What follows belongs to an exercise in optimizing a design on an open flow for small area, a short achievable clock period and few clock cycles per item; a production flow would make more cautious choices.
Where RTL was checked, it was by simulation tests only, not by an equivalence proof against the original.
Function not checked in runs 2, 3 and 7: the RTL went through the layout flow alone.

--- flow/flow/run.sh ---
#!/bin/bash
# The standard ORFS layout, with two changes to how it is made:
#  - the port buffers are the smallest buffer instead of the resizer's pick
#    (every port still gets its own buffer);
#  - timing repair aims for a larger setup slack than zero, so that the
#    achieved period gets shorter.  The clock and the SDC are the standard flow's.
set -euo pipefail
MARGIN=$(cat flow/margin.txt)
bash standard.sh "BUFFER_PORTS_ARGS=-buffer_cell sky130_fd_sc_hd__buf_1" \
    "SETUP_SLACK_MARGIN=$MARGIN" finish > standard.log 2>&1
--- flow/flow/margin.txt ---
25
--- flow/standard.sh ---
#!/bin/bash
# synth_recipe.tcl (not shown) runs the flow's synth.tcl, then flattens the netlist and writes it again
# the make line also repeats each setting of config.mk as NAME=value (left out here)
make -C /OpenROAD-flow-scripts/flow DESIGN_CONFIG=/design/flow/config.mk WORK_HOME=/design/flow/orfs CLKGATE_MAP_FILE= SYNTH_SCRIPT=/design/flow/synth_recipe.tcl "${@:-finish}"
--- flow/config.mk ---
export PLATFORM = sky130hd
export DESIGN_NAME = sha256_core
export DESIGN_NICKNAME = sha256_core
export VERILOG_FILES = /design/flow/design.v
export SDC_FILE = /design/flow/constraint.sdc
export NUM_CORES = 4
export LEC_CHECK = 0
export CAP_MARGIN = 20
export CORE_MARGIN = 2
export CORE_UTILIZATION = 40
export SLEW_MARGIN = 20
--- flow/constraint.sdc ---
create_clock -name core_clock -period 34.0 [get_ports {clk}]
set_input_delay 6.8000 -clock core_clock [delete_from_list [all_inputs] [get_ports {clk}]]
set_output_delay 6.8000 -clock core_clock [all_outputs]
set_load 0.01 [all_outputs]
--- flow/design.v ---
module sha256_core (
    input  wire         clk,
    input  wire         rst,
    input  wire         start,
    input  wire [255:0] state_in,
    input  wire [511:0] block_in,
    output wire         ready,
    output reg          done,
    output wire [255:0] state_out
);
    localparam integer NR = 2;             
    localparam integer NC = 64 / NR;       
    localparam integer CW = NC > 32 ? 6 : NC > 16 ? 5 : NC > 8 ? 4 : NC > 4 ? 3 : 2;
    localparam [2047:0] K = {
        32'h428a2f98, 32'h71374491, 32'hb5c0fbcf, 32'he9b5dba5,
        32'h3956c25b, 32'h59f111f1, 32'h923f82a4, 32'hab1c5ed5,
        32'hd807aa98, 32'h12835b01, 32'h243185be, 32'h550c7dc3,
        32'h72be5d74, 32'h80deb1fe, 32'h9bdc06a7, 32'hc19bf174,
        32'he49b69c1, 32'hefbe4786, 32'h0fc19dc6, 32'h240ca1cc,
        32'h2de92c6f, 32'h4a7484aa, 32'h5cb0a9dc, 32'h76f988da,
        32'h983e5152, 32'ha831c66d, 32'hb00327c8, 32'hbf597fc7,
        32'hc6e00bf3, 32'hd5a79147, 32'h06ca6351, 32'h14292967,
        32'h27b70a85, 32'h2e1b2138, 32'h4d2c6dfc, 32'h53380d13,
        32'h650a7354, 32'h766a0abb, 32'h81c2c92e, 32'h92722c85,
        32'ha2bfe8a1, 32'ha81a664b, 32'hc24b8b70, 32'hc76c51a3,
        32'hd192e819, 32'hd6990624, 32'hf40e3585, 32'h106aa070,
        32'h19a4c116, 32'h1e376c08, 32'h2748774c, 32'h34b0bcb5,
        32'h391c0cb3, 32'h4ed8aa4a, 32'h5b9cca4f, 32'h682e6ff3,
        32'h748f82ee, 32'h78a5636f, 32'h84c87814, 32'h8cc70208,
        32'h90befffa, 32'ha4506ceb, 32'hbef9a3f7, 32'hc67178f2
    };
    function [31:0] bsig0(input [31:0] x);
        bsig0 = {x[1:0], x[31:2]} ^ {x[12:0], x[31:13]} ^ {x[21:0], x[31:22]};
    endfunction
    function [31:0] bsig1(input [31:0] x);
        bsig1 = {x[5:0], x[31:6]} ^ {x[10:0], x[31:11]} ^ {x[24:0], x[31:25]};
    endfunction
    function [31:0] ssig0(input [31:0] x);
        ssig0 = {x[6:0], x[31:7]} ^ {x[17:0], x[31:18]} ^ {3'b000, x[31:3]};
    endfunction
    function [31:0] ssig1(input [31:0] x);
        ssig1 = {x[16:0], x[31:17]} ^ {x[18:0], x[31:19]} ^ {10'b0, x[31:10]};
    endfunction
    function [63:0] csa(input [31:0] x, input [31:0] y, input [31:0] z);
        csa = {x ^ y ^ z, ((x & y) | (x & z) | (y & z)) << 1};
    endfunction
    reg          busy;      
    reg [CW-1:0] cnt;       
    wire         last = (cnt == NC - 1);
    wire         acc  = start & ~busy;
    reg  [63:0]  kr;        
    reg  [255:0] wst;       
    reg  [255:0] hs;        
    reg  [511:0] wwin;      
    assign ready     = ~busy;
    assign state_out = hs;
    wire [32*(NR+4)-1:0] av;      
    wire [32*(NR+4)-1:0] ev;      
    assign av[127:0] = wst[255:128];
    assign ev[127:0] = wst[127:0];
    genvar i;
    generate
        for (i = 0; i < NR; i = i + 1) begin : g_round
            wire [31:0] ra = av[32*(i+4) - 1 -: 32];
            wire [31:0] rb = av[32*(i+3) - 1 -: 32];
            wire [31:0] rc = av[32*(i+2) - 1 -: 32];
            wire [31:0] rd = av[32*(i+1) - 1 -: 32];
            wire [31:0] re = ev[32*(i+4) - 1 -: 32];
            wire [31:0] rf = ev[32*(i+3) - 1 -: 32];
            wire [31:0] rg = ev[32*(i+2) - 1 -: 32];
            wire [31:0] rh = ev[32*(i+1) - 1 -: 32];
            wire [31:0] kt = kr[63 - 32*i -: 32];
            wire [31:0] wt = wwin[511 - 32*i -: 32];
            wire [31:0] ha = (i == NR - 1 && last) ? hs[255:224] : 32'd0;
            wire [31:0] he = (i == NR - 1 && last) ? hs[127:96]  : 32'd0;
            wire [31:0] s1 = bsig1(re);
            wire [31:0] ch = (re & rf) ^ (~re & rg);
            wire [31:0] s0 = bsig0(ra);
            wire [31:0] mj = (ra & rb) ^ (ra & rc) ^ (rb & rc);
            wire [63:0] p0 = csa(rh, kt, wt);
            wire [63:0] pe = csa(p0[63:32], p0[31:0], rd);
            wire [63:0] pa, pe2;
            if (i == 0) begin : g_first
                wire [63:0] x1 = csa(s1, ch, s0);
                wire [63:0] x2 = csa(p0[63:32], p0[31:0], mj);
                wire [63:0] x3 = csa(x1[63:32], x1[31:0], x2[63:32]);
                wire [63:0] x4 = csa(x3[63:32], x3[31:0], x2[31:0]);
                wire [63:0] y1 = csa(s1, ch, rd);
                wire [63:0] y2 = csa(p0[63:32], p0[31:0], y1[63:32]);
                wire [63:0] y3 = csa(y2[63:32], y2[31:0], y1[31:0]);
                if (NR == 1) begin : g_ff
                    wire [63:0] x5 = csa(x4[63:32], x4[31:0], ha);
                    wire [63:0] y4 = csa(y3[63:32], y3[31:0], he);
                    assign pa = x5;
                    assign pe2 = y4;
                end else begin : g_noff
                    assign pa = x4;
                    assign pe2 = y3;
                end
            end else begin : g_next
                wire [63:0] ea = csa(p0[63:32], p0[31:0], ha);
                wire [63:0] ee = csa(pe[63:32], pe[31:0], he);
                wire [63:0] x1 = csa(s1, ch, s0);
                wire [63:0] x2 = csa(ea[63:32], ea[31:0], mj);
                wire [63:0] x3 = csa(x1[63:32], x1[31:0], x2[63:32]);
                wire [63:0] x4 = csa(x3[63:32], x3[31:0], x2[31:0]);
                wire [63:0] y1 = csa(ee[63:32], ee[31:0], s1);
                wire [63:0] y2 = csa(y1[63:32], y1[31:0], ch);
                assign pa = x4;
                assign pe2 = y2;
            end
            assign av[32*(i+5) - 1 -: 32] = pa[63:32] + pa[31:0];
            assign ev[32*(i+5) - 1 -: 32] = pe2[63:32] + pe2[31:0];
        end
    endgenerate
    wire [255:0] nxt = {av[32*(NR+4)-1 -: 128], ev[32*(NR+4)-1 -: 128]};
    wire [32*NR-1:0] wnew;        
    wire [512+32*NR-1:0] wall = {wwin, wnew};
    generate
        for (i = 0; i < NR; i = i + 1) begin : g_sched
            localparam integer TOP = 512 + 32*NR - 1;
            wire [31:0] w_m16 = wall[TOP - 32*i        -: 32];
            wire [31:0] w_m15 = wall[TOP - 32*(i + 1)  -: 32];
            wire [31:0] w_m7  = wall[TOP - 32*(i + 9)  -: 32];
            wire [31:0] w_m2  = wall[TOP - 32*(i + 14) -: 32];
            assign wnew[32*NR - 1 - 32*i -: 32] = ssig1(w_m2) + w_m7 + ssig0(w_m15) + w_m16;
        end
    endgenerate
    always @(posedge clk) begin
        if (rst) begin
            busy <= 1'b0;
            done <= 1'b0;
        end else begin
            done <= busy & last;
            if (acc)
                busy <= 1'b1;
            else if (last)
                busy <= 1'b0;
        end
    end
    wire [CW-1:0] cnt_n = busy ? cnt + 1'b1 : {CW{1'b0}};
    always @(posedge clk) begin
        cnt <= cnt_n;
        kr  <= K[2047 - 64*cnt_n -: 64];
    end
    always @(posedge clk) begin
        if (!busy) begin
            wst  <= state_in;
            wwin <= block_in;
        end else begin
            wst  <= nxt;
            wwin <= wall[512+32*NR-1 - 32*NR -: 512];
        end
    end
    wire [255:0] ffa = last ? nxt : 256'd0;
    always @(posedge clk) begin
        if (!busy)
            hs <= state_in;
        else begin
            hs[255:224] <= last ? nxt[255:224] : hs[255:224];
            hs[223:192] <= hs[223:192] + ffa[223:192];
            hs[191:160] <= hs[191:160] + ffa[191:160];
            hs[159:128] <= hs[159:128] + ffa[159:128];
            hs[127:96]  <= last ? nxt[127:96] : hs[127:96];
            hs[95:64]   <= hs[95:64] + ffa[95:64];
            hs[63:32]   <= hs[63:32] + ffa[63:32];
            hs[31:0]    <= hs[31:0]  + ffa[31:0];
        end
    end
endmodule
==> run_results.csv, run 1 <==
group,metric,value,unit
outcome,status,"no timing/DRC/antenna violations",
layout,area_growth,19.5,%
floorplanning,io_pins,1029,
drt,viasPerCell,5.59,
clock_network,max-clock-path-buffers,3,
drt,wl_per_cell,32.3,um
floorplanning,initial_core_util,40.2,%
drt,antenna_left,0,
critical_path,path_class,"reg2reg",
grt,overflow,0,
clock_network,cts_tree,"built",
floorplanning,dieArea,199000,um^2
timing,slew_viol_final,0,
layout,finalNonFillerCells,11893,
logic_synthesis,synth-edff-count,64,
floorplanning,fp.dieW,446,um
critical_path,start_kind,"register",
logic_synthesis,synth_cell_types,93,
critical_path,worst-path-max-fanout,6,
clock_network,cts.clk_slew.worst_paths,0.06,ns
logic_synthesis,syn-cell-area,78300,um^2
timing,final_hold_viol_count,0,
worst_hold_path,hp-class,"reg2reg",
grt,antenna_found_initial,80,
critical_path,critPathTopFamily,"compound AO/OA/AOI/OAI gates",
floorplanning,rows,162,
logic_synthesis,synth.yosys.warnings,1,
placed_design,port_buffers,1028,
placed_design,place_inst,11497,
critical_path,slowest_stage,"xnor2_1",
logic_synthesis,synth_flop_cell,"dfxtp_1",
grt,grt_pass1_wl,514,mm
flow_run,drv_cap,0,
clock_network,cts_max_level,4,
critical_path,worstPathArrival,10.37,ns
clock_network,clock_sinks,1095,
layout,mostFrequentLayoutCell,"buf_1",
drt,dr.pass1.iters,6,
clock_network,clock-root-buffer,"clkbuf_16",
logic_synthesis,ys_seq_area_share,28.8,%
timing,clock_skew,0.0586,ns
clock_network,cts_buffers,135,
layout,layout.nets,10952,
layout,drive_gt1_share,17.3,%
grt,grt_use_total,37.4,%
timing,finalCriticalPeriod,9.86,ns
floorplanning,die_h,446,um
timing,rsz0062_at_grt,"yes",
timing,slew-limit-headroom,9.31,%
timing,min_period_over_period,29.0,%
logic_synthesis,synth-seq-cells,1095,
timing,setup_viol,0,
timing,fin_setup_tns,0,ns
timing,worstMarginPinSlew,1.36,ns
critical_path,end_kind,"register",
logic_synthesis,synth_nets,9853,
drt,finalWirelength,384,mm
drt,drt_iter0_drc,7685,
timing,fmax,101,MHz
logic_synthesis,async_reset_ff_share,0,%
placed_design,hpwl,319,mm
critical_path,max_stage_delay,0.56,ns
clock_network,insertion_delay,0.86,ns
drt,drc,0,
critical_path,path_buf_inv,5,
grt,grt_max_degree,167,
drt,vias,66429,
logic_synthesis,syn_inst,8044,
floorplanning,fp.coreArea,195000,um^2
critical_path,cp.required,34.51,ns
placed_design,routabilityCongestion,1.04,
layout,most-common-layout-cells,"1,028 x buf_1, 985 x dfxtp_1, 973 x inv_1, 717 x mux2_2, 629 x fa_1",
logic_synthesis,avgSynthCellArea,9.73,um^2
grt,first_global_vias,65284,
[synth_stat cells, types with 20 or more instances]
cell type,number,area [um^2]
nand3_1,58,290
nand2b_1,38,238
mux2_2,724,8150
xor2_1,279,2440
a21oi_1,400,2000
edfxtp_1,64,1920
a31oi_1,39,244
and3_1,29,181
nor3_1,82,410
a211oi_1,57,428
nor2b_1,58,363
o21a_1,53,398
o31ai_1,35,263
o21bai_1,55,413
o21ai_0,335,1680
and2_1,245,1530
ha_1,393,4920
fa_1,645,12900
mux2i_1,44,440
buf_1,27,101
clkbuf_1,280,1050
xnor2_1,589,5160
maj3_1,65,651
o211ai_1,34,255
a21o_1,196,1470
or3_1,20,125
nand2_1,554,2080
nor2_1,336,1260
inv_1,991,3720
dfxtp_1,1031,20600
[what timing repair did]
item                                    in CTS  in global routing
pin swaps                                   79                 81
resized for setup                          313                187
buffers inserted                            66                 67
gates cloned                                 0                  0
endpoints found under the setup margin     106                 88
hold buffers                                 0                  0
[kinds of logic (layout without fill, tap and decap cells)]
family | Yosys count | after routing | synth area share [%]
compound gates | 1394 | 1394 | 11.3
xor+xnor | 878 | 878 | 9.97
fa+ha+maj | 1103 | 1103 | 23.6
buf+inv | 1303 | 2503 | 6.26
flops | 1095 | 1095 | 28.8
mux | 768 | 768 | 11.0
other cells | 0 | 25 | 0
simple gates | 1503 | 1503 | 9.04
[layer usage]
metal	global-route usage [%]	vias up	part of all wire, %
li1	-	28853	-
met1	49.3	33212	40
met4	19.8	24	6.1
met5	0.293	-	0.062
met3	9.72	762	9.9
met2	56.0	3578	43
[registers in the layout, indices dropped and copies added, names as in the netlist]
signal and count:
busy 1, cnt 5, done 1, hs 256, kr 64, wst 256
wwin 512
[worst paths after layout]
kind | from | end | slack [ns] | depth (start not counted)
setup / recovery | wst[248] | hs[255] | 24.14 | 36
hold / removal | wwin[304] | wwin[368] | 0.44 | 1
setup reg to reg | wst[248] | hs[255] | 24.14 | 36
hold reg to reg | wwin[304] | wwin[368] | 0.44 | 1
[final cells by class]
cell class,instances,area (um^2)
Fill cell,18570,101000
Multi-Input combinational cell,5646,53400
Sequential cell,1095,22700
Timing Repair Buffer,1273,5960
Clock buffer,180,3800
Inverter,992,3730
Tap cell,2624,3280
Clock inverter,58,662
Antenna cell,25,62.6
[through the flow]
step                      instance area [um^2]  util [%]  setup slack [ns]  hold slack [ns]
after floorplan                          78400         -             24.93            0.433
after global placement                   85400      43.9             22.69            0.435
after detailed placement                 85400      43.9             22.65            0.438
after CTS                                91900      47.2             24.21            0.433
after global routing                     93500      48.0             23.92            0.456
final                                    93500      48.0             24.14            0.435
Testbench counts, summed over its fixed seeds: cycles 79,208, items 2,400.
==> inputs of run 2 (changes only) <==
--- a/flow/design.v
+++ b/flow/design.v
@@ -45,6 +45,7 @@
         csa = {x ^ y ^ z, ((x & y) | (x & z) | (y & z)) << 1};
     endfunction
     reg          busy;      
+    reg          rdy;       
     reg [CW-1:0] cnt;       
     wire         last = (cnt == NC - 1);
     wire         acc  = start & ~busy;
@@ -52,7 +53,7 @@
     reg  [255:0] wst;       
     reg  [255:0] hs;        
     reg  [511:0] wwin;      
-    assign ready     = ~busy;
+    assign ready     = rdy;
     assign state_out = hs;
     wire [32*(NR+4)-1:0] av;      
     wire [32*(NR+4)-1:0] ev;      
@@ -129,13 +130,17 @@
     always @(posedge clk) begin
         if (rst) begin
             busy <= 1'b0;
+            rdy  <= 1'b1;
             done <= 1'b0;
         end else begin
             done <= busy & last;
-            if (acc)
+            if (acc) begin
                 busy <= 1'b1;
-            else if (last)
+                rdy  <= 1'b0;
+            end else if (last) begin
                 busy <= 1'b0;
+                rdy  <= 1'b1;
+            end
         end
     end
     wire [CW-1:0] cnt_n = busy ? cnt + 1'b1 : {CW{1'b0}};
==> run 2 against run 1 <==
Still clean. Non-clock buffer count grew 29. Utilization grew 0.27 points. Final area grew 0.46%. Synthesized cell count shrank 0.17%. Routed wire length grew 0.95%. Die area is essentially flat. Critical endpoint is now hs[254].
==> run_results.csv, run 2 <==
group,metric,value,unit
timing,slew_viol_final,0,
grt,grt_use_total,37.8,%
worst_hold_path,hp-class,"reg2reg",
floorplanning,dieArea,199000,um^2
logic_synthesis,ys_seq_area_share,28.9,%
clock_network,clock-root-buffer,"clkbuf_16",
grt,overflow,0,
logic_synthesis,async_reset_ff_share,0,%
placed_design,routabilityCongestion,1.02,
critical_path,end_kind,"register",
logic_synthesis,syn-cell-area,78300,um^2
logic_synthesis,syn_inst,8030,
clock_network,cts_max_level,4,
clock_network,holdBufCountCts,0,
placed_design,hpwl,322,mm
timing,final_hold_viol_count,0,
critical_path,crit_path_frequent_cell,"fa_1",
layout,multi_input_area,53300,um^2
timing,finalCriticalPeriod,9.92,ns
layout,most-common-layout-cells,"1,028 x buf_1, 999 x dfxtp_1, 971 x inv_1, 701 x mux2_2, 635 x fa_1",
layout,layout.nets,10965,
timing,finalWorstSetupSlack,24.08,ns
drt,drc,0,
layout,num-fill-cells,18566,
logic_synthesis,synth_flop_cell,"dfxtp_1",
critical_path,worst-path-max-fanout,7,
critical_path,max_stage_delay,0.69,ns
drt,viasPerCell,5.62,
logic_synthesis,synth.yosys.warnings,1,
critical_path,path_class,"reg2reg",
timing,min_period_over_period,29.2,%
layout,mostFrequentLayoutCell,"buf_1",
logic_synthesis,avgSynthCellArea,9.75,um^2
critical_path,reg2reg_depth,34,
critical_path,rr_startpoint,"wst[244]",
logic_synthesis,synth_cell_types,101,
layout,largest_reg_flops,512,
drt,antenna_left,0,
drt,finalWirelength,387,mm
clock_network,clock_sinks,1096,
clock_network,insertion_delay,0.84,ns
timing,setup_viol,0,
drt,dr.pass1.iters,6,
critical_path,cp-endpoint,"hs[254]",
timing,fmax,101,MHz
logic_synthesis,synthTopCellsByArea,"dfxtp_1 26%, fa_1 16%, mux2_2 11%",
critical_path,rrSetupSlack,24.08,ns
logic_synthesis,synth-edff-count,64,
critical_path,reg2reg_to,"hs[254]",
floorplanning,die_h,446,um
logic_synthesis,yosysTopAreaCellShare,26.4,%
clock_network,max-clock-path-buffers,3,
clock_network,cts_tree,"built",
layout,top_regs,"wwin x512, hs x256, wst x256",
layout,final_util,48.3,%
drt,wl_per_cell,32.7,um
logic_synthesis,synth_nets,9839,
floorplanning,fp.dieW,446,um
critical_path,critPathTopFamily,"compound AO/OA/AOI/OAI gates",
floorplanning,initial_core_util,40.2,%
outcome,status,"no timing/DRC/antenna violations",
logic_synthesis,synthTopCellsByCount,"1,032 x dfxtp_1, 988 x inv_1, 736 x mux2_2, 645 x fa_1, 590 x xnor2_1",
timing,clock_skew,0.0563,ns
critical_path,start_kind,"register",
floorplanning,rows,162,
layout,regArea,22700,um^2
drt,drt_iter0_drc,7377,
flow_run,drv_cap,0,
logic_synthesis,yosys.area.top_type,"dfxtp_1",
critical_path,crit_path_start,"wst[244]",
layout,largest-register,"wwin",
timing,worstMarginPinSlew,1.37,ns
layout,area_growth,20.1,%
critical_path,path_buf_inv,2,
layout,finalNonFillerCells,11832,
placed_design,place_inst,11402,
layout,drive_gt1_share,17.6,%
clock_network,cts_buffers,138,
worst_hold_path,hp-start,"wwin[69]",
grt,grt_pass1_wl,517,mm
critical_path,worstPathArrival,10.50,ns
critical_path,cp.required,34.58,ns
grt,antenna_found_initial,83,
floorplanning,io_pins,1029,
grt,grt_max_degree,178,
timing,rsz0062_at_grt,"yes",
critical_path,cp.depth,34,
critical_path,slowest_stage,"xnor2_1",
placed_design,place_ws,22.53,ns
floorplanning,fp.coreArea,195000,um^2
timing,fin_setup_tns,0,ns
clock_network,cts.clk_slew.worst_paths,0.06,ns
logic_synthesis,yosysMostFrequentCell,"dfxtp_1",
timing,slew-limit-headroom,8.45,%
placed_design,port_buffers,1028,
drt,vias,66488,
grt,first_global_vias,64836,
logic_synthesis,synth-seq-cells,1096,
-- run 2: repair_timing --
action,CTS,global route
buffers inserted,103,53
gates resized for setup,366,128
endpoints found under the hold margin,0,0
endpoints found under the setup margin,113,85
pin swaps,147,113
-- run 2: layout make-up --
| type | count | area share (%) |
|---|---|---|
| multi-input combinational | 5628 | 56.7 |
| clock buffer | 182 | 4.13 |
| timing repair buffer | 1302 | 6.65 |
| antenna | 23 | 0.0612 |
| sequential | 1096 | 24.1 |
| tap | 2542 | 3.38 |
| inverter | 990 | 3.96 |
| clock inverter | 69 | 1.00 |
-- run 2: routing by layer --
layer	vias up	GRT usage (%)	wire length, um
li1	28886	-	-
met1	33302	50.8	158000
met2	3508	55.8	167000
met3	766	9.76	39400
met4	26	19.2	22700
met5	-	0	168
-- run 2: logic make-up after synthesis --
logic type | after synthesis | share of synthesized area, %
and+or+nand+nor | 1476 | 8.95
AOI/OAI and AO/OA | 1404 | 11.4
buffers and inverters | 1306 | 6.29
adders and majority gates | 1102 | 23.6
DFF | 1096 | 28.9
xor gates and xnor gates | 866 | 9.76
muxes | 780 | 11.2
-- run 2: through the flow --
| stage | instance area [um^2] | hold WS, ns |
|---|---|---|
| 2_1_floorplan | 78300 | 0.433 |
| 3_3_place_gp | 85300 | 0.435 |
| 3_5_place_dp | 85300 | 0.438 |
| 4_1_cts | 92900 | 0.425 |
| 5_1_grt | 93900 | 0.446 |
| 6_report | 94000 | 0.427 |
-- run 2: how the worst min path moves through the flow --
stage,to,cells after the start
CTS,wwin[133],1
detailed placement,wwin[209],1
finish,wwin[133],1
floorplan,wwin[128],1
global route,wwin[133],1
global placement,wwin[164],1
-- run 2: worst register-to-register path: cells and delay by family (launching register included) --
kind            cells  cell delay (ns)
simple gates        2             0.28
compound gates     16             3.84
fa+ha+maj           7             2.97
mux                 1             0.27
buf+inv             2             0.13
flops               1             0.46
xor+xnor            6             1.74
==> inputs of run 3 (changes only) <==
==> flow/flow/margin.txt (replaced) <==
26
--- a/flow/config.mk
+++ b/flow/config.mk
@@ -7,5 +7,6 @@
 export LEC_CHECK = 0
 export CAP_MARGIN = 20
 export CORE_MARGIN = 2
-export CORE_UTILIZATION = 40
+export CORE_UTILIZATION = 65
+export CTS_BUF_LIST = sky130_fd_sc_hd__clkbuf_8
 export SLEW_MARGIN = 20
==> run 3 against run 2 <==
The layout now fails its checks (capacitance limit, slew limit). Synthesized cell count did not move. Non-clock buffer count rose by 212. First-iteration DRC count increased by 83%.
==> run_results.csv, run 3 <==
group,metric,value,unit
floorplanning,dieArea,123000,um^2
outcome,status,"finished with violations",
logic_synthesis,yosys.area.top_type,"dfxtp_1",
clock_network,cts_buffers,184,
layout,drive_gt1_share,25.5,%
critical_path,critPathTopFamily,"adder cells",
placed_design,routabilityCongestion,1.10,
layout,area_growth,23.4,%
grt,antenna_found_initial,99,
layout,largest-register,"wwin",
grt,grt_use_total,59.7,%
drt,finalWirelength,396,mm
logic_synthesis,synth_nets,9839,
layout,top_regs,"wwin x512, hs x256, wst x256",
logic_synthesis,ys_seq_area_share,28.9,%
grt,grt_max_degree,197,
critical_path,worst-path-max-fanout,7,
critical_path,start_kind,"register",
logic_synthesis,synthTopCellsByCount,"1,032 x dfxtp_1, 988 x inv_1, 736 x mux2_2, 645 x fa_1, 590 x xnor2_1",
timing,finalWorstSetupSlack,23.84,ns
worst_hold_path,hp-class,"reg2reg",
clock_network,insertion_delay,1.05,ns
drt,vias,77633,
logic_synthesis,synth_flop_cell,"dfxtp_1",
critical_path,reg2reg_depth,43,
clock_network,clock-root-buffer,"clkbuf_8",
clock_network,cts_max_level,4,
logic_synthesis,avgSynthCellArea,9.75,um^2
layout,layout.nets,11223,
critical_path,cp.depth,43,
timing,hold_ws,0.446,ns
critical_path,crit_path_frequent_cell,"fa_2",
timing,fin_setup_tns,0,ns
clock_network,cts_tree,"built",
timing,min_period_over_period,29.9,%
logic_synthesis,yosysMostFrequentCell,"dfxtp_1",
logic_synthesis,yosysTopAreaCellShare,26.4,%
clock_network,clock_sinks,1096,
layout,multi_input_area,54100,um^2
clock_network,max-clock-path-buffers,3,
drt,dr.pass1.iters,17,
logic_synthesis,syn-cell-area,78300,um^2
layout,final_util,80.7,%
critical_path,worstPathArrival,10.90,ns
floorplanning,rows,127,
timing,rsz0062_at_grt,"yes",
placed_design,port_buffers,1028,
logic_synthesis,synth-seq-cells,1096,
timing,fmax,98.4,MHz
timing,clock_skew,0.0919,ns
drt,drc,0,
clock_network,holdBufCountCts,0,
layout,most-common-layout-cells,"1,021 x inv_1, 796 x dfxtp_1, 773 x buf_1, 696 x mux2_2, 623 x fa_1",
grt,grt_pass1_wl,517,mm
timing,worstMarginPinSlew,1.56,ns
layout,regArea,23000,um^2
drt,wl_per_cell,35.2,um
floorplanning,die_h,351,um
logic_synthesis,syn_inst,8030,
outcome,violations,"capacitance limit, slew limit",
grt,overflow,0,
critical_path,end_kind,"register",
layout,largest_reg_flops,512,
critical_path,max_stage_delay,0.81,ns
placed_design,hpwl,281,mm
logic_synthesis,async_reset_ff_share,0,%
drt,drt_iter0_drc,13516,
floorplanning,fp.coreArea,120000,um^2
critical_path,path_class,"reg2reg",
clock_network,cts.clk_slew.worst_paths,0.08,ns
drt,antenna_left,0,
logic_synthesis,synth.yosys.warnings,1,
critical_path,cp.required,34.74,ns
critical_path,path_buf_inv,7,
flow_run,drv_cap,1,
timing,finalCriticalPeriod,10.16,ns
timing,setup_viol,0,
logic_synthesis,synthTopCellsByArea,"dfxtp_1 26%, fa_1 16%, mux2_2 11%",
logic_synthesis,synth-edff-count,64,
worst_hold_path,holdPathStages,1,
drt,viasPerCell,6.89,
floorplanning,initial_core_util,65.4,%
layout,mostFrequentLayoutCell,"inv_1",
timing,slew_viol_final,2,
timing,final_hold_viol_count,0,
placed_design,place_ws,23.07,ns
floorplanning,fp.dieW,351,um
layout,num-fill-cells,6886,
timing,slew-limit-headroom,-5.05,%
grt,first_global_vias,73748,
critical_path,slowest_stage,"dfxtp_1",
floorplanning,io_pins,1029,
logic_synthesis,synth_cell_types,101,
-- run 3: cell counts after synthesis --
Identical to the previous run, type by type.
-- run 3: what timing repair did --
item,in CTS,in global routing
pin swaps,139,182
resized for setup,943,356
gates cloned,0,0
setup endpoints to repair,383,383
buffers inserted,246,151
-- run 3: kinds of logic after synthesis --
kind of cell,Yosys count,share of synthesized area [%]
simple gates,1476,8.95
compound gates,1404,11.4
buf+inv,1306,6.29
fa+ha+maj,1102,23.6
flops,1096,28.9
xor+xnor,866,9.76
mux,780,11.2
-- run 3: area by class of cell --
| type | instances | share of cell area [%] |
|---|---|---|
| multi-input combinational | 5628 | 56.0 |
| sequential | 1096 | 23.8 |
| timing repair buffer | 1514 | 9.80 |
| inverter | 990 | 3.86 |
| clock buffer | 226 | 3.22 |
| tap | 1612 | 2.09 |
| clock inverter | 112 | 0.975 |
| antenna | 90 | 0.233 |
-- run 3: layer usage --
metal | part of all wire (%) | GRT usage (%)
met4 | 11 | 46.5
met2 | 38 | 79.9
met5 | 0.63 | 7.93
met1 | 31 | 67.6
met3 | 19 | 36.3
-- run 3: worst paths after layout --
path              slack (ns)        end  startpoint
setup / recovery       23.84    hs[252]    wst[228]
setup reg to reg       23.84    hs[252]    wst[228]
hold / removal          0.45  wwin[318]   wwin[254]
hold reg to reg         0.45  wwin[318]   wwin[254]
-- run 3: stage by stage --
stage	instances	cell area [um^2]
after floorplan	8030	78600
after global placement	10438	84100
after detailed placement	10440	84200
after CTS	11024	93700
after global routing	11220	96500
final	11268	96600
==> inputs of run 4 (changes only) <==
--- a/flow/design.v
+++ b/flow/design.v
@@ -45,7 +45,6 @@
         csa = {x ^ y ^ z, ((x & y) | (x & z) | (y & z)) << 1};
     endfunction
     reg          busy;      
-    reg          rdy;       
     reg [CW-1:0] cnt;       
     wire         last = (cnt == NC - 1);
     wire         acc  = start & ~busy;
@@ -53,7 +52,7 @@
     reg  [255:0] wst;       
     reg  [255:0] hs;        
     reg  [511:0] wwin;      
-    assign ready     = rdy;
+    assign ready     = ~busy;
     assign state_out = hs;
     wire [32*(NR+4)-1:0] av;      
     wire [32*(NR+4)-1:0] ev;      
@@ -130,17 +129,13 @@
     always @(posedge clk) begin
         if (rst) begin
             busy <= 1'b0;
-            rdy  <= 1'b1;
             done <= 1'b0;
         end else begin
             done <= busy & last;
-            if (acc) begin
+            if (acc)
                 busy <= 1'b1;
-                rdy  <= 1'b0;
-            end else if (last) begin
+            else if (last)
                 busy <= 1'b0;
-                rdy  <= 1'b1;
-            end
         end
     end
     wire [CW-1:0] cnt_n = busy ? cnt + 1'b1 : {CW{1'b0}};
==> flow/run.sh (new file) <==
#!/bin/bash
# synth_recipe.tcl (not shown) runs the flow's synth.tcl, then flattens the netlist and writes it again
# the make line also repeats each setting of config.mk as NAME=value (left out here)
make -C /OpenROAD-flow-scripts/flow DESIGN_CONFIG=/design/flow/config.mk WORK_HOME=/design/flow/orfs CLKGATE_MAP_FILE= SYNTH_SCRIPT=/design/flow/synth_recipe.tcl finish
--- a/flow/config.mk
+++ b/flow/config.mk
@@ -7,6 +7,5 @@
 export LEC_CHECK = 0
 export CAP_MARGIN = 20
 export CORE_MARGIN = 2
-export CORE_UTILIZATION = 65
-export CTS_BUF_LIST = sky130_fd_sc_hd__clkbuf_8
+export CORE_UTILIZATION = 40
 export SLEW_MARGIN = 20
removed: flow/flow/run.sh
removed: flow/flow/margin.txt
removed: flow/standard.sh
==> run 4 against run 3 <==
Sequential cell count is 1 lower. Clock skew is 0.062 ns lower. Non-clock buffer count is 356 lower. Routed wire length hardly changed. Synthesized cell count is 0.17% higher. Via count is 15% lower. The run now finishes clean.
==> run_results.csv, run 4 <==
group,metric,value,unit
critical_path,path_class,"reg2reg",
clock_network,holdBufCountCts,0,
layout,largest_reg_flops,512,
timing,slew_viol_final,0,
critical_path,crit_path_frequent_cell,"fa_1",
layout,area_growth,23.3,%
logic_synthesis,avgSynthCellArea,9.73,um^2
layout,mostFrequentLayoutCell,"dfxtp_1",
logic_synthesis,synth-seq-cells,1095,
floorplanning,fp.coreArea,195000,um^2
timing,fin_setup_tns,0,ns
grt,grt_use_met3,9.93,%
critical_path,slowest_stage,"dfxtp_1",
logic_synthesis,syn-cell-area,78300,um^2
critical_path,reg2reg_depth,39,
drt,dr.pass1.iters,6,
clock_network,cts.repair.resized,0,
flow_run,drv_cap,0,
floorplanning,fp.dieW,446,um
layout,top_regs,"wwin x512, hs x256, wst x256",
outcome,status,"no timing/DRC/antenna violations",
clock_network,cts.clk_slew.worst_paths,0.06,ns
layout,postLayoutCellArea,96500,um^2
clock_network,clock_sinks,1095,
placed_design,routabilityCongestion,1.07,
drt,viasPerCell,5.61,
floorplanning,io_pins,1029,
grt,overflow,0,
worst_hold_path,hp-class,"reg2reg",
layout,drive_gt1_share,12.8,%
drt,wl_per_cell,33.6,um
grt,gr-max-usage-layer,"met2",
timing,final_hold_viol_count,0,
logic_synthesis,synthTopCellsByArea,"dfxtp_1 26%, fa_1 16%, mux2_2 10%",
critical_path,reg2reg_to,"hs[248]",
timing,finalCriticalPeriod,11.88,ns
placed_design,port_buffers,1028,
placed_design,hpwl,334,mm
clock_network,cts_buffers,135,
logic_synthesis,synth-edff-count,64,
critical_path,rr_startpoint,"wst[125]",
floorplanning,initial_core_util,40.2,%
grt,antenna_found_initial,81,
grt,met1_usage,52.4,%
logic_synthesis,yosysTopAreaCellShare,26.4,%
timing,min_period_over_period,34.9,%
critical_path,start_kind,"register",
timing,worstMarginPinSlew,1.27,ns
timing,setup_viol,0,
clock_network,cts_tree,"built",
critical_path,rrSetupSlack,22.12,ns
logic_synthesis,synth_flop_cell,"dfxtp_1",
drt,antenna_left,0,
logic_synthesis,yosys.area_share.simple,9.04,%
grt,grt_use_total,38.8,%
layout,most-common-layout-cells,"1,030 x dfxtp_1, 1,028 x clkdlybuf4s50_1, 989 x inv_1, 724 x mux2_2, 645 x fa_1",
logic_synthesis,synth_compound_area_share,11.3,%
critical_path,critPathTopFamily,"compound AO/OA/AOI/OAI gates",
floorplanning,die_h,446,um
grt,grt_max_degree,185,
clock_network,clock-root-buffer,"clkbuf_16",
layout,finalNonFillerCells,11788,
placed_design,post_dp_cell_area,91900,um^2
logic_synthesis,syn_inst,8044,
logic_synthesis,async_reset_ff_share,0,%
drt,vias,66076,
logic_synthesis,synthXorXnorAreaFrac,9.97,%
critical_path,cp.required,34.54,ns
drt,drc,0,
layout,layout.nets,10837,
critical_path,path_buf_inv,6,
timing,rsz0062_at_grt,"no",
drt,finalWirelength,396,mm
worst_hold_path,holdPathStages,1,
logic_synthesis,synthAdderAreaFrac,23.6,%
logic_synthesis,synth_nets,9853,
clock_network,max-clock-path-buffers,3,
timing,clock_skew,0.0296,ns
critical_path,end_kind,"register",
clock_network,insertion_delay,0.82,ns
critical_path,worstPathArrival,12.42,ns
grt,grt_pass1_wl,532,mm
timing,hold_ws,0.449,ns
layout,num-fill-cells,18342,
logic_synthesis,synthTopCellsByCount,"1,031 x dfxtp_1, 991 x inv_1, 724 x mux2_2, 645 x fa_1, 589 x xnor2_1",
timing,slew-limit-headroom,14.8,%
layout,largest-register,"wwin",
logic_synthesis,synth.yosys.warnings,1,
grt,grtUsageMet2,57.7,%
grt,first_global_vias,65233,
logic_synthesis,ys_seq_area_share,28.8,%
logic_synthesis,yosysMostFrequentCell,"dfxtp_1",
worst_hold_path,holdPathEnd,"wwin[203]",
logic_synthesis,synth_top_family_by_area,"adder cells",
critical_path,max_stage_delay,0.85,ns
worst_hold_path,hp-start,"wwin[139]",
layout,multi_input_area,51100,um^2
clock_network,cts_setup_buffers,0,
floorplanning,rows,162,
clock_network,cts_max_level,4,
critical_path,worst-path-max-fanout,8,
logic_synthesis,muxShareOfSynthArea,11.0,%
floorplanning,dieArea,199000,um^2
logic_synthesis,yosys.area.top_type,"dfxtp_1",
placed_design,place_inst,11515,
timing,fmax,84.2,MHz
logic_synthesis,synth_cell_types,93,
drt,drt_iter0_drc,7324,
layout,regArea,22600,um^2
## run 4: through the flow
| step | setup slack (ns) | util, % |
|---|---|---|
| final | 22.12 | 49.5 |
| after global routing | 21.68 | 49.5 |
| after CTS | 22.41 | 49.5 |
| after detailed placement | 22.48 | 47.2 |
| after global placement | 22.53 | 47.2 |
| after floorplan | 24.35 | - |
## run 4: cell type report
cell class              count  area share (%)
diodes                     29          0.0752
clock buffers             187            3.98
clock inverters            57           0.643
inverters                 992            3.87
multi-input cells        5646            52.9
flip-flops and latches   1095            23.4
well taps                2624            3.40
repair buffers           1158            11.7
## run 4: cell families after synthesis
logic type / Yosys count
compound gates: 1394
mux: 768
fa+ha+maj: 1103
flops: 1095
xor+xnor: 878
buf+inv: 1303
simple gates: 1503
## run 4: worst max-delay path by stage
stage / from / end / slack, ns / cells past startpoint
after floorplan: wst[2] / hs[255] / 24.35 / 38
after global placement: wst[247] / hs[255] / 22.53 / 36
after detailed placement: wst[247] / hs[255] / 22.48 / 36
after CTS: wst[247] / hs[255] / 22.41 / 36
final: wst[125] / hs[248] / 22.12 / 39
after global routing: wst[231] / hs[254] / 21.68 / 37
## run 4: per-layer routing
metal / routed length, um / vias up / share of wire [%]
met1: 165000 / 33054 / 42
met2: 170000 / 3574 / 43
li1: - / 28649 / -
met3: 38100 / 769 / 9.6
met4: 22300 / 30 / 5.6
met5: 219 / - / 0.055
Testbench counts of run 4, summed over its fixed seeds: cycles 79,208, items 2,400.
==> inputs of run 5 (changes only) <==
--- a/flow/design.v
+++ b/flow/design.v
@@ -44,7 +44,29 @@
     function [63:0] csa(input [31:0] x, input [31:0] y, input [31:0] z);
         csa = {x ^ y ^ z, ((x & y) | (x & z) | (y & z)) << 1};
     endfunction
+    function [31:0] add_bk(input [31:0] x, input [31:0] y);
+        reg [31:0] g, p;
+        integer l, j;
+        begin
+            g = x & y;
+            p = x ^ y;
+            for (l = 0; l < 5; l = l + 1)
+                for (j = 0; j < 32; j = j + 1)
+                    if (((j + 1) % (2 << l)) == 0) begin
+                        g[j] = g[j] | (p[j] & g[j - (1 << l)]);
+                        p[j] = p[j] & p[j - (1 << l)];
+                    end
+            for (l = 3; l >= 0; l = l - 1)
+                for (j = 0; j < 32; j = j + 1)
+                    if (((j + 1) % (2 << l)) == (1 << l) && j >= (2 << l)) begin
+                        g[j] = g[j] | (p[j] & g[j - (1 << l)]);
+                        p[j] = p[j] & p[j - (1 << l)];
+                    end
+            add_bk = (x ^ y) ^ {g[30:0], 1'b0};
+        end
+    endfunction
     reg          busy;      
+    reg          rdy;       
     reg [CW-1:0] cnt;       
     wire         last = (cnt == NC - 1);
     wire         acc  = start & ~busy;
@@ -52,7 +74,7 @@
     reg  [255:0] wst;       
     reg  [255:0] hs;        
     reg  [511:0] wwin;      
-    assign ready     = ~busy;
+    assign ready     = rdy;
     assign state_out = hs;
     wire [32*(NR+4)-1:0] av;      
     wire [32*(NR+4)-1:0] ev;      
@@ -123,19 +145,25 @@
             wire [31:0] w_m15 = wall[TOP - 32*(i + 1)  -: 32];
             wire [31:0] w_m7  = wall[TOP - 32*(i + 9)  -: 32];
             wire [31:0] w_m2  = wall[TOP - 32*(i + 14) -: 32];
-            assign wnew[32*NR - 1 - 32*i -: 32] = ssig1(w_m2) + w_m7 + ssig0(w_m15) + w_m16;
+            wire [63:0] q1 = csa(ssig1(w_m2), w_m7, ssig0(w_m15));
+            wire [63:0] q2 = csa(q1[63:32], q1[31:0], w_m16);
+            assign wnew[32*NR - 1 - 32*i -: 32] = add_bk(q2[63:32], q2[31:0]);
         end
     endgenerate
     always @(posedge clk) begin
         if (rst) begin
             busy <= 1'b0;
+            rdy  <= 1'b1;
             done <= 1'b0;
         end else begin
             done <= busy & last;
-            if (acc)
+            if (acc) begin
                 busy <= 1'b1;
-            else if (last)
+                rdy  <= 1'b0;
+            end else if (last) begin
                 busy <= 1'b0;
+                rdy  <= 1'b1;
+            end
         end
     end
     wire [CW-1:0] cnt_n = busy ? cnt + 1'b1 : {CW{1'b0}};
@@ -158,13 +186,13 @@
             hs <= state_in;
         else begin
             hs[255:224] <= last ? nxt[255:224] : hs[255:224];
-            hs[223:192] <= hs[223:192] + ffa[223:192];
-            hs[191:160] <= hs[191:160] + ffa[191:160];
-            hs[159:128] <= hs[159:128] + ffa[159:128];
+            hs[223:192] <= add_bk(hs[223:192], ffa[223:192]);
+            hs[191:160] <= add_bk(hs[191:160], ffa[191:160]);
+            hs[159:128] <= add_bk(hs[159:128], ffa[159:128]);
             hs[127:96]  <= last ? nxt[127:96] : hs[127:96];
-            hs[95:64]   <= hs[95:64] + ffa[95:64];
-            hs[63:32]   <= hs[63:32] + ffa[63:32];
-            hs[31:0]    <= hs[31:0]  + ffa[31:0];
+            hs[95:64]   <= add_bk(hs[95:64], ffa[95:64]);
+            hs[63:32]   <= add_bk(hs[63:32], ffa[63:32]);
+            hs[31:0]    <= add_bk(hs[31:0], ffa[31:0]);
         end
     end
 endmodule
==> flow/flow/run.sh (new file) <==
#!/bin/bash
# The standard ORFS layout, with two changes to how it is made:
#  - the port buffers are the smallest buffer instead of the resizer's pick
#    (every port still gets its own buffer);
#  - timing repair aims for a larger setup slack than zero, so that the
#    achieved period gets shorter.  The clock and the SDC are the standard flow's.
set -euo pipefail
MARGIN=$(cat flow/margin.txt)
bash standard.sh "BUFFER_PORTS_ARGS=-buffer_cell sky130_fd_sc_hd__buf_1" \
    "SETUP_SLACK_MARGIN=$MARGIN" finish > standard.log 2>&1
==> flow/flow/margin.txt (new file) <==
25
==> flow/standard.sh (new file) <==
#!/bin/bash
# synth_recipe.tcl (not shown) runs the flow's synth.tcl, then flattens the netlist and writes it again
# the make line also repeats each setting of config.mk as NAME=value (left out here)
make -C /OpenROAD-flow-scripts/flow DESIGN_CONFIG=/design/flow/config.mk WORK_HOME=/design/flow/orfs CLKGATE_MAP_FILE= SYNTH_SCRIPT=/design/flow/synth_recipe.tcl "${@:-finish}"
--- a/flow/config.mk
+++ b/flow/config.mk
@@ -8,4 +8,5 @@
 export CAP_MARGIN = 20
 export CORE_MARGIN = 2
 export CORE_UTILIZATION = 40
+export PLACE_DENSITY = 0.75
 export SLEW_MARGIN = 20
removed: flow/run.sh
==> run 5 against run 4 <==
Still clean on timing, DRC and antenna. Via count fell by 6.8%. Maximum frequency grew 17%. Critical path depth unchanged.
==> run_results.csv, run 5 <==
group,metric,value,unit
outcome,status,"no timing/DRC/antenna violations",
worst_hold_path,hp-start,"wwin[248]",
critical_path,rr_startpoint,"wst[226]",
logic_synthesis,avgSynthCellArea,10.2,um^2
drt,wl_met1,143,mm
critical_path,path_buf_inv,5,
placed_design,hpwl,296,mm
logic_synthesis,synthTopCellsByArea,"dfxtp_1 27%, fa_1 20%, mux2_2 10%",
grt,first_global_vias,61640,
logic_synthesis,yosys.area.top_type,"dfxtp_1",
worst_hold_path,hp-class,"reg2reg",
grt,antenna_found_initial,76,
logic_synthesis,yosysTopAreaCellShare,27.5,%
layout,drive_gt1_share,17.2,%
drt,antenna_left,0,
timing,clock_skew,0.0465,ns
grt,grt_max_degree,166,
layout,largest-register,"wwin",
floorplanning,dieArea,192000,um^2
floorplanning,io_pins,1029,
layout,mostFrequentLayoutCell,"buf_1",
drt,vias,61581,
logic_synthesis,synth_nets,9286,
logic_synthesis,synth_compound_area_share,8.42,%
timing,slew_viol_final,0,
critical_path,cp.required,34.57,ns
critical_path,reg2reg_depth,39,
drt,dr.pass1.iters,9,
logic_synthesis,syn_inst,7373,
floorplanning,fp.coreArea,187000,um^2
critical_path,slowest_stage,"fa_1",
timing,final_hold_viol_count,0,
timing,finalCriticalPeriod,10.13,ns
logic_synthesis,syn-cell-area,75200,um^2
layout,postLayoutCellArea,90200,um^2
layout,final_util,48.2,%
flow_run,drv_cap,0,
grt,grt_pass1_wl,481,mm
logic_synthesis,yosys.area_share.simple,8.76,%
floorplanning,die_h,438,um
critical_path,worst-path-max-fanout,7,
logic_synthesis,muxShareOfSynthArea,10.6,%
logic_synthesis,synth-seq-cells,1096,
logic_synthesis,synth-edff-count,64,
timing,rsz0062_at_grt,"yes",
clock_network,cts_max_level,4,
layout,top_regs,"wwin x512, hs x256, wst x256",
logic_synthesis,synth_top_family_by_area,"adder cells",
layout,largest_reg_flops,512,
drt,wl_per_cell,32.1,um
grt,overflow,0,
critical_path,critPathTopFamily,"adder cells",
clock_network,max-clock-path-buffers,3,
critical_path,rrSetupSlack,23.87,ns
logic_synthesis,ys_seq_area_share,30.0,%
placed_design,port_buffers,1028,
critical_path,max_stage_delay,0.57,ns
timing,setup_viol,0,
logic_synthesis,async_reset_ff_share,0,%
worst_hold_path,holdPathEnd,"wwin[312]",
critical_path,start_kind,"register",
floorplanning,rows,159,
grt,grt_use_total,36.4,%
logic_synthesis,synth.yosys.warnings,1,
timing,min_period_over_period,29.8,%
placed_design,post_dp_cell_area,82300,um^2
worst_hold_path,holdPathStages,1,
logic_synthesis,synthXorXnorAreaFrac,9.38,%
floorplanning,fp.dieW,438,um
drt,drc,0,
drt,finalWirelength,357,mm
timing,slew-limit-headroom,17.8,%
placed_design,routabilityCongestion,1.07,
clock_network,cts_buffers,136,
critical_path,end_kind,"register",
clock_network,insertion_delay,0.85,ns
timing,fmax,98.7,MHz
clock_network,clock-root-buffer,"clkbuf_16",
critical_path,path_class,"reg2reg",
layout,num-fill-cells,17608,
drt,top_layer,"met5",
drt,met2_length,152,mm
logic_synthesis,yosysMostFrequentCell,"dfxtp_1",
critical_path,worstPathArrival,10.70,ns
timing,worstMarginPinSlew,1.23,ns
logic_synthesis,synthTopCellsByCount,"1,032 x dfxtp_1, 763 x fa_1, 749 x inv_1, 687 x nand2_1, 672 x mux2_2",
layout,area_growth,19.9,%
drt,drt_iter0_drc,6983,
layout,most-common-layout-cells,"1,028 x buf_1, 1,008 x dfxtp_1, 739 x fa_1, 731 x inv_1, 675 x nand2_1",
timing,fin_setup_tns,0,ns
logic_synthesis,synth_cell_types,84,
clock_network,cts.clk_slew.worst_paths,0.06,ns
clock_network,cts_tree,"built",
layout,layout.nets,10393,
clock_network,clock_sinks,1096,
drt,viasPerCell,5.55,
drt,wl_met3,36.5,mm
floorplanning,initial_core_util,40.1,%
critical_path,reg2reg_to,"hs[247]",
logic_synthesis,synth_flop_cell,"dfxtp_1",
logic_synthesis,synthAdderAreaFrac,27.5,%
==> run 5: changes by cell type after synthesis, moves of 52 or more <==
| cell | change |
|---|---|
| o21ai_0 | -104 |
| a21o_1 | -64 |
| nand2_1 | +133 |
| xor2_1 | -115 |
| fa_1 | +118 |
| mux2_2 | -52 |
| inv_1 | -242 |
==> run 5: cell type report <==
cell class	count	area, um^2	area share [%]
multi-input cells	5210	50800	56.3
flip-flops and latches	1096	22600	25.1
repair buffers	1283	6030	6.68
clock buffers	188	3920	4.35
well taps	2495	3120	3.46
inverters	753	2830	3.13
clock inverters	50	786	0.871
diodes	30	75.1	0.0832
==> run 5: cells by family (layout without fill, tap and decap cells) <==
family | count (synthesis) | in the layout
xor gates and xnor gates | 799 | 799
other | 0 | 30
buffers and inverters | 1067 | 2274
DFF | 1096 | 1096
muxes | 715 | 715
and+or+nand+nor | 1464 | 1464
AOI/OAI and AO/OA | 1026 | 1026
adders and majority gates | 1206 | 1206
==> run 5: how the worst max path moves through the flow <==
stage                   start      end  slack, ns  cells after the start
floorplan            wst[104]  hs[255]      24.86                     41
global placement    wwin[482]  hs[255]      22.67                     39
detailed placement  wwin[482]  hs[255]      22.61                     39
CTS                    wst[2]  hs[255]      24.00                     39
global route           wst[2]  hs[255]      23.68                     39
finish               wst[226]  hs[247]      23.87                     39
==> run 5: repair_timing <==
item                       CTS  global route
setup endpoints to repair  116            93
hold buffers                 0             0
gates cloned                 0             0
pin swaps                   83           102
resized for setup          268           149
setup buffers               78            51
==> run 5: layer usage <==
metal  global-route usage (%)  up-vias
met5                        0        -
li1                         -    26335
met3                     10.7      868
met4                     20.9       42
met2                     53.3     3485
met1                     47.5    30851
==> run 5: worst reg2reg max path, delay by kind of cell, from the launching register on <==
family / cells / cell delay, ns
buf+inv: 5 / 0.41
fa+ha+maj: 10 / 4.17
compound gates: 17 / 3.55
flops: 1 / 0.46
simple gates: 3 / 0.39
xor+xnor: 3 / 0.62
mux: 1 / 0.29
==> run 5: through the flow <==
step	hold slack, ns	cells	setup WS, ns
floorplan	0.433	7373	24.86
detailed placement	0.439	10707	22.61
global route	0.462	11091	23.68
global placement	0.435	10707	22.67
finish	0.453	11105	23.87
CTS	0.452	11023	24.00
Testbench counts of run 5, summed over its fixed seeds: cycles 79,208, items 2,400.
==> inputs of run 6 (changes only) <==
--- a/flow/config.mk
+++ b/flow/config.mk
@@ -8,5 +8,4 @@
 export CAP_MARGIN = 20
 export CORE_MARGIN = 2
 export CORE_UTILIZATION = 40
-export PLACE_DENSITY = 0.75
 export SLEW_MARGIN = 20
==> run 6 against run 5 <==
Area after synthesis stayed put. Die area is the same. Routed wire length rose by 0.63%. Clock skew is 0.0047 ns higher. Final area is 0.21% lower. Sequential share of layout area grew 0.054 points. Cell count grew 0.16%. Register-to-register slack better by 0.03 ns. Critical path type unchanged. Critical endpoint is now hs[255].
==> run_results.csv, run 6 <==
group,metric,value,unit
logic_synthesis,synthTopCellsByCount,"1,032 x dfxtp_1, 763 x fa_1, 749 x inv_1, 687 x nand2_1, 672 x mux2_2",
logic_synthesis,yosysMostFrequentCell,"dfxtp_1",
logic_synthesis,synth_flop_cell,"dfxtp_1",
critical_path,rrSetupSlack,23.90,ns
critical_path,worstPathArrival,10.65,ns
logic_synthesis,synth-seq-cells,1096,
logic_synthesis,synth_compound_area_share,8.42,%
critical_path,rr_startpoint,"wst[226]",
drt,drc,0,
timing,slew_viol_final,0,
logic_synthesis,syn-cell-area,75200,um^2
critical_path,max_stage_delay,0.58,ns
logic_synthesis,synth_cell_types,84,
layout,largest_reg_flops,512,
timing,finalCriticalPeriod,10.10,ns
grt,antenna_found_initial,79,
grt,first_global_vias,60358,
logic_synthesis,yosys.area.top_type,"dfxtp_1",
clock_network,cts_buffers,136,
grt,met1_usage,48.2,%
critical_path,reg2reg_depth,37,
logic_synthesis,synth-edff-count,64,
drt,finalWirelength,359,mm
timing,worstMarginPinSlew,1.22,ns
clock_network,insertion_delay,0.85,ns
outcome,status,"no timing/DRC/antenna violations",
logic_synthesis,ys_seq_area_share,30.0,%
logic_synthesis,avgSynthCellArea,10.2,um^2
drt,dr.pass1.iters,6,
logic_synthesis,async_reset_ff_share,0,%
critical_path,start_kind,"register",
layout,most-common-layout-cells,"1,028 x buf_1, 1,001 x dfxtp_1, 745 x fa_1, 733 x inv_1, 675 x nand2_1",
timing,fmax,99.0,MHz
placed_design,port_buffers,1028,
grt,grt_use_total,36.6,%
critical_path,worst-path-max-fanout,7,
timing,slew-limit-headroom,18.5,%
grt,grtUsageMet2,55.1,%
clock_network,clock_sinks,1096,
logic_synthesis,synth_nets,9286,
clock_network,clock-root-buffer,"clkbuf_16",
floorplanning,initial_core_util,40.1,%
logic_synthesis,muxShareOfSynthArea,10.6,%
timing,setup_viol,0,
floorplanning,die_h,438,um
grt,grt_use_met3,9.88,%
drt,viasPerCell,5.49,
timing,fin_setup_tns,0,ns
layout,mostFrequentLayoutCell,"buf_1",
timing,rsz0062_at_grt,"yes",
critical_path,path_class,"reg2reg",
worst_hold_path,hp-class,"reg2reg",
logic_synthesis,syn_inst,7373,
grt,grt_pass1_wl,482,mm
floorplanning,dieArea,192000,um^2
floorplanning,fp.coreArea,187000,um^2
floorplanning,fp.dieW,438,um
layout,largest-register,"wwin",
layout,area_growth,19.7,%
logic_synthesis,yosys.area_share.simple,8.76,%
critical_path,reg2reg_to,"hs[255]",
timing,final_hold_viol_count,0,
floorplanning,rows,159,
grt,overflow,0,
critical_path,crit_path_start,"wst[226]",
logic_synthesis,synthXorXnorAreaFrac,9.38,%
clock_network,holdBufCountCts,0,
critical_path,end_kind,"register",
logic_synthesis,synthAdderAreaFrac,27.5,%
critical_path,slowest_stage,"fa_1",
clock_network,max-clock-path-buffers,3,
timing,min_period_over_period,29.7,%
grt,gr-max-usage-layer,"met2",
drt,antenna_left,0,
logic_synthesis,synth.yosys.warnings,1,
clock_network,cts_tree,"built",
logic_synthesis,synthTopCellsByArea,"dfxtp_1 27%, fa_1 20%, mux2_2 10%",
logic_synthesis,yosysTopAreaCellShare,27.5,%
logic_synthesis,synth_top_family_by_area,"adder cells",
critical_path,cp-endpoint,"hs[255]",
floorplanning,io_pins,1029,
drt,drt_iter0_drc,6578,
grt,grt_max_degree,182,
clock_network,cts.clk_slew.worst_paths,0.06,ns
flow_run,drv_cap,0,
placed_design,routabilityCongestion,1.03,
layout,layout.nets,10398,
critical_path,cp.required,34.55,ns
clock_network,cts_max_level,4,
drt,wl_per_cell,32.3,um
timing,clock_skew,0.0512,ns
layout,drive_gt1_share,17.1,%
drt,vias,61029,
placed_design,hpwl,299,mm
layout,top_regs,"wwin x512, hs x256, wst x256",
run 6: cell counts after synthesis:
No cell type changed its count.
run 6: routing by layer:
layer	vias up	share of wire [%]	routed length, um
met5	-	0.038	136
met4	18	5.8	20800
met3	652	10	36300
met2	3276	44	158000
met1	30722	40	144000
li1	26361	-	-
run 6: layout make-up:
cell class / instances / area (um^2)
timing repair buffer: 1288 / 6060
clock inverter: 51 / 687
sequential: 1096 / 22600
fill: 17825 / 97400
multi-input combinational: 5210 / 50600
antenna: 34 / 85.1
tap: 2495 / 3120
clock buffer: 196 / 3990
inverter: 753 / 2830
run 6: worst min-delay path by stage:
stage	startpoint	end	slack (ns)	depth (start not counted)
floorplan	wwin[64]	wwin[128]	0.43	1
global placement	wwin[311]	wwin[375]	0.44	1
detailed placement	wwin[141]	wwin[205]	0.44	1
CTS	wwin[293]	wwin[357]	0.45	1
global route	wwin[372]	wwin[436]	0.46	1
finish	wwin[293]	wwin[357]	0.45	1
run 6: through the flow:
stage / util (%) / instance area (um^2) / hold slack (ns) / instances / setup WS (ns)
final: 48.1 / 90100 / 0.447 / 11123 / 23.90
after global routing: 48.0 / 90000 / 0.461 / 11106 / 23.65
after CTS: 47.4 / 88900 / 0.448 / 11043 / 23.93
after detailed placement: 43.9 / 82300 / 0.438 / 10720 / 22.41
after global placement: 43.9 / 82300 / 0.435 / 10719 / 22.53
after floorplan: - / 75400 / 0.433 / 7373 / 24.86
run 6: cells by family after synthesis:
| kind of cell | count (synthesis) |
|---|---|
| compound gates | 1026 |
| xor+xnor | 799 |
| fa+ha+maj | 1206 |
| buf+inv | 1067 |
| flops | 1096 |
| mux | 715 |
| simple gates | 1464 |
run 6: repair_timing:
item / 4_1_cts / 5_1_grt
buffers inserted: 76 / 46
endpoints found under the setup margin: 116 / 92
gates resized for setup: 241 / 153
pin swaps: 96 / 70
run 6: critical path: cells and delay by family, from the launching register on:
kind / cells / cell delay, ns
and+or+nand+nor: 2 / 0.21
AOI/OAI and AO/OA: 17 / 3.69
adders and majority gates: 10 / 4.22
xor gates and xnor gates: 5 / 1.11
DFF: 1 / 0.45
buffers and inverters: 3 / 0.13
==> inputs of run 7 (changes only) <==
--- a/flow/design.v
+++ b/flow/design.v
@@ -43,6 +43,21 @@
     endfunction
     function [63:0] csa(input [31:0] x, input [31:0] y, input [31:0] z);
         csa = {x ^ y ^ z, ((x & y) | (x & z) | (y & z)) << 1};
+    endfunction
+    function [31:0] add_sk(input [31:0] x, input [31:0] y);
+        reg [31:0] g, p;
+        integer l, j;
+        begin
+            g = x & y;
+            p = x ^ y;
+            for (l = 0; l < 5; l = l + 1)
+                for (j = 0; j < 32; j = j + 1)
+                    if ((j >> l) & 1) begin
+                        g[j] = g[j] | (p[j] & g[((j >> l) << l) - 1]);
+                        p[j] = p[j] & p[((j >> l) << l) - 1];
+                    end
+            add_sk = (x ^ y) ^ {g[30:0], 1'b0};
+        end
     endfunction
     function [31:0] add_bk(input [31:0] x, input [31:0] y);
         reg [31:0] g, p;
@@ -131,8 +146,8 @@
                 assign pa = x4;
                 assign pe2 = y2;
             end
-            assign av[32*(i+5) - 1 -: 32] = pa[63:32] + pa[31:0];
-            assign ev[32*(i+5) - 1 -: 32] = pe2[63:32] + pe2[31:0];
+            assign av[32*(i+5) - 1 -: 32] = add_sk(pa[63:32], pa[31:0]);
+            assign ev[32*(i+5) - 1 -: 32] = add_sk(pe2[63:32], pe2[31:0]);
         end
     endgenerate
     wire [255:0] nxt = {av[32*(NR+4)-1 -: 128], ev[32*(NR+4)-1 -: 128]};
==> run 7 against run 6 <==
Critical endpoint unchanged. Maximum frequency is 4.8% lower. Count of clock-buffer cells in the layout is 20 lower. Final area is 1.4% lower. Setup slack worse by 0.51 ns. Largest cell class unchanged. Highest routed layer unchanged. Die area is 0.67% lower. Via count is 2.3% lower. Area after synthesis is 0.68% lower. Non-clock buffer count is 42 lower. Utilization is 0.18 points lower. Sequential share of layout area is 0.39 points higher. Worst hold slack worse by 0.0054 ns.
==> run_results.csv, run 7 <==
group,metric,value,unit
clock_network,holdBufCountCts,0,
critical_path,worst-path-max-fanout,7,
timing,worstMarginPinSlew,1.31,ns
placed_design,post_dp_cell_area,81600,um^2
drt,wl_per_cell,32.6,um
timing,fmax,94.2,MHz
floorplanning,die_h,436,um
clock_network,cts_tree,"built",
clock_network,clock-root-buffer,"clkbuf_16",
grt,antenna_found_initial,57,
worst_hold_path,hp-class,"reg2reg",
logic_synthesis,synth_cell_types,71,
flow_run,drv_cap,0,
drt,drc,0,
timing,rsz0062_at_grt,"yes",
worst_hold_path,hp-start,"wwin[231]",
timing,finalWorstSetupSlack,23.39,ns
layout,drive_gt1_share,16.2,%
timing,slew_viol_final,0,
logic_synthesis,syn-cell-area,74700,um^2
logic_synthesis,async_reset_ff_share,0,%
floorplanning,io_pins,1029,
critical_path,worstPathArrival,11.19,ns
layout,layout.nets,10266,
logic_synthesis,synthTopCellsByArea,"dfxtp_1 28%, fa_1 21%, mux2_2 10%",
drt,viasPerCell,5.44,
clock_network,max-clock-path-buffers,3,
clock_network,cts.clk_slew.worst_paths,0.06,ns
critical_path,start_kind,"register",
critical_path,max_stage_delay,1.01,ns
critical_path,end_kind,"register",
critical_path,crit_path_frequent_cell,"fa_1",
clock_network,cts_max_level,4,
placed_design,port_buffers,1028,
clock_network,clock_sinks,1096,
timing,fin_setup_tns,0,ns
critical_path,path_buf_inv,6,
clock_network,cts_buffers,135,
critical_path,critPathTopFamily,"adder cells",
drt,drt_iter0_drc,6109,
drt,dr.pass1.iters,6,
grt,grt_max_degree,104,
drt,finalWirelength,356,mm
floorplanning,initial_core_util,40.3,%
layout,top_regs,"wwin x512, hs x256, wst x256",
layout,largest-register,"wwin",
placed_design,place_ws,22.39,ns
placed_design,routabilityCongestion,1.02,
layout,postLayoutCellArea,88800,um^2
logic_synthesis,syn_inst,7287,
logic_synthesis,synth-seq-cells,1096,
floorplanning,fp.coreArea,185000,um^2
timing,final_hold_viol_count,0,
grt,overflow,0,
grt,first_global_vias,59917,
logic_synthesis,synthTopCellsByCount,"1,032 x dfxtp_1, 775 x fa_1, 764 x inv_1, 675 x nand2_1, 663 x mux2_2",
critical_path,path_class,"reg2reg",
layout,mostFrequentLayoutCell,"buf_1",
timing,clock_skew,0.0478,ns
logic_synthesis,synth_flop_cell,"dfxtp_1",
outcome,status,"no timing/DRC/antenna violations",
logic_synthesis,avgSynthCellArea,10.3,um^2
floorplanning,rows,158,
drt,vias,59599,
logic_synthesis,ys_seq_area_share,30.2,%
timing,slew-limit-headroom,11.9,%
clock_network,insertion_delay,0.87,ns
logic_synthesis,synth-edff-count,64,
logic_synthesis,yosys.area.top_type,"dfxtp_1",
critical_path,rr_startpoint,"wst[232]",
placed_design,hpwl,298,mm
critical_path,crit_path_start,"wst[232]",
logic_synthesis,synth_nets,9209,
logic_synthesis,yosysTopAreaCellShare,27.6,%
logic_synthesis,synth.yosys.warnings,1,
timing,hold_ws,0.442,ns
layout,final_util,47.9,%
floorplanning,fp.dieW,436,um
grt,grt_pass1_wl,481,mm
layout,largest_reg_flops,512,
grt,grt_use_total,36.7,%
critical_path,cp.required,34.57,ns
drt,antenna_left,0,
logic_synthesis,yosysMostFrequentCell,"dfxtp_1",
critical_path,slowest_stage,"xnor2_1",
timing,setup_viol,0,
timing,min_period_over_period,31.2,%
floorplanning,dieArea,190000,um^2
layout,area_growth,18.8,%
layout,most-common-layout-cells,"1,028 x buf_1, 1,003 x dfxtp_1, 763 x fa_1, 758 x inv_1, 669 x nand2_1",
timing,finalCriticalPeriod,10.61,ns
-- run 7: layout make-up --
type                    instances  area [um^2]
diodes                         20         50.0
clock buffers                 176         3760
clock inverters                66          937
fillers                     17665        96700
inverters                     767         2880
multi-input cells            5098        49700
flip-flops and latches       1096        22700
well taps                    2480         3100
repair buffers               1246         5660
-- run 7: repair_timing --
| action | CTS | global route |
|---|---|---|
| resized for setup | 171 | 149 |
| setup endpoints to repair | 119 | 102 |
| setup buffers | 59 | 41 |
| pin swaps | 64 | 71 |
-- run 7: path summary, 6_finish.rpt --
check | end | slack, ns | cells past startpoint
max reg2reg | hs[255] | 23.39 | 39
min reg2reg | wwin[295] | 0.44 | 1
max | hs[255] | 23.39 | 39
min | wwin[295] | 0.44 | 1
-- run 7: kinds of logic after synthesis --
group                      count (synthesis)  share of synthesized area (%)
AOI/OAI and AO/OA                        917                           7.68
and+or+nand+nor                         1482                           8.95
adders and majority gates               1214                           27.9
buffers and inverters                   1093                           5.50
xor gates and xnor gates                 783                           9.23
DFF                                     1096                           30.2
muxes                                    702                           10.5
-- run 7: per-layer routing --
layer  up-vias  track usage [%]  routed length [um]
met2      2869             56.5              161000
met3       529             8.32               31400
met1     30349             49.3              147000
met5         -                0                  30
li1      25848                -                   -
met4         4             15.7               16800
-- run 7: per-stage QoR --
stage / instances
2_1_floorplan: 7287
3_3_place_gp: 10585
3_5_place_dp: 10586
4_1_cts: 10887
5_1_grt: 10941
6_report: 10949

==> re-timing with driven ports <==
In the flow no input, the clock included, has a driving cell. The finished layouts below were timed again as built, in two steps.
Step 1: set_driving_cell puts a clkbuf_16 on clk and a buf_2 on each other input, an assumption about the parent block.
Step 2 also shifts input and output timing later by t, the mid clock arrival at the registers, as if the neighbouring blocks saw the same clock.
Three values: ideal ports, drivers, drivers and shift; two values: the first two.
| run | t, ns | slack for setup (ns) | hold slack, ns | worst setup path after step 2 | latest minus earliest clock arrival (ns) |
|---|---|---|---|---|---|
| run 1 | 0.926 | 24.141 / 24.141 / 24.141 | 0.435 / 0.435 / 0.435 | register to register | 0.058 / 0.058 |
| run 2 | 0.903 | 24.082 / 24.082 / 24.082 | 0.427 / 0.427 / 0.427 | register to register | 0.057 / 0.057 |
| run 3 | 1.087 | 23.837 / 23.837 / 23.837 | 0.446 / 0.446 / 0.446 | register to register | 0.092 / 0.092 |
| run 4 | 0.890 | 22.120 / 22.120 / 22.120 | 0.449 / 0.449 / 0.449 | register to register | 0.032 / 0.032 |
| run 5 | 0.917 | 23.869 / 23.869 / 23.869 | 0.453 / 0.453 / 0.453 | register to register | 0.047 / 0.047 |
| run 6 | 0.909 | 23.900 / 23.900 / 23.900 | 0.447 / 0.447 / 0.447 | register to register | 0.051 / 0.051 |
| run 7 | 0.940 | 23.388 / 23.388 / 23.388 | 0.442 / 0.442 / 0.442 | register to register | 0.048 / 0.048 |
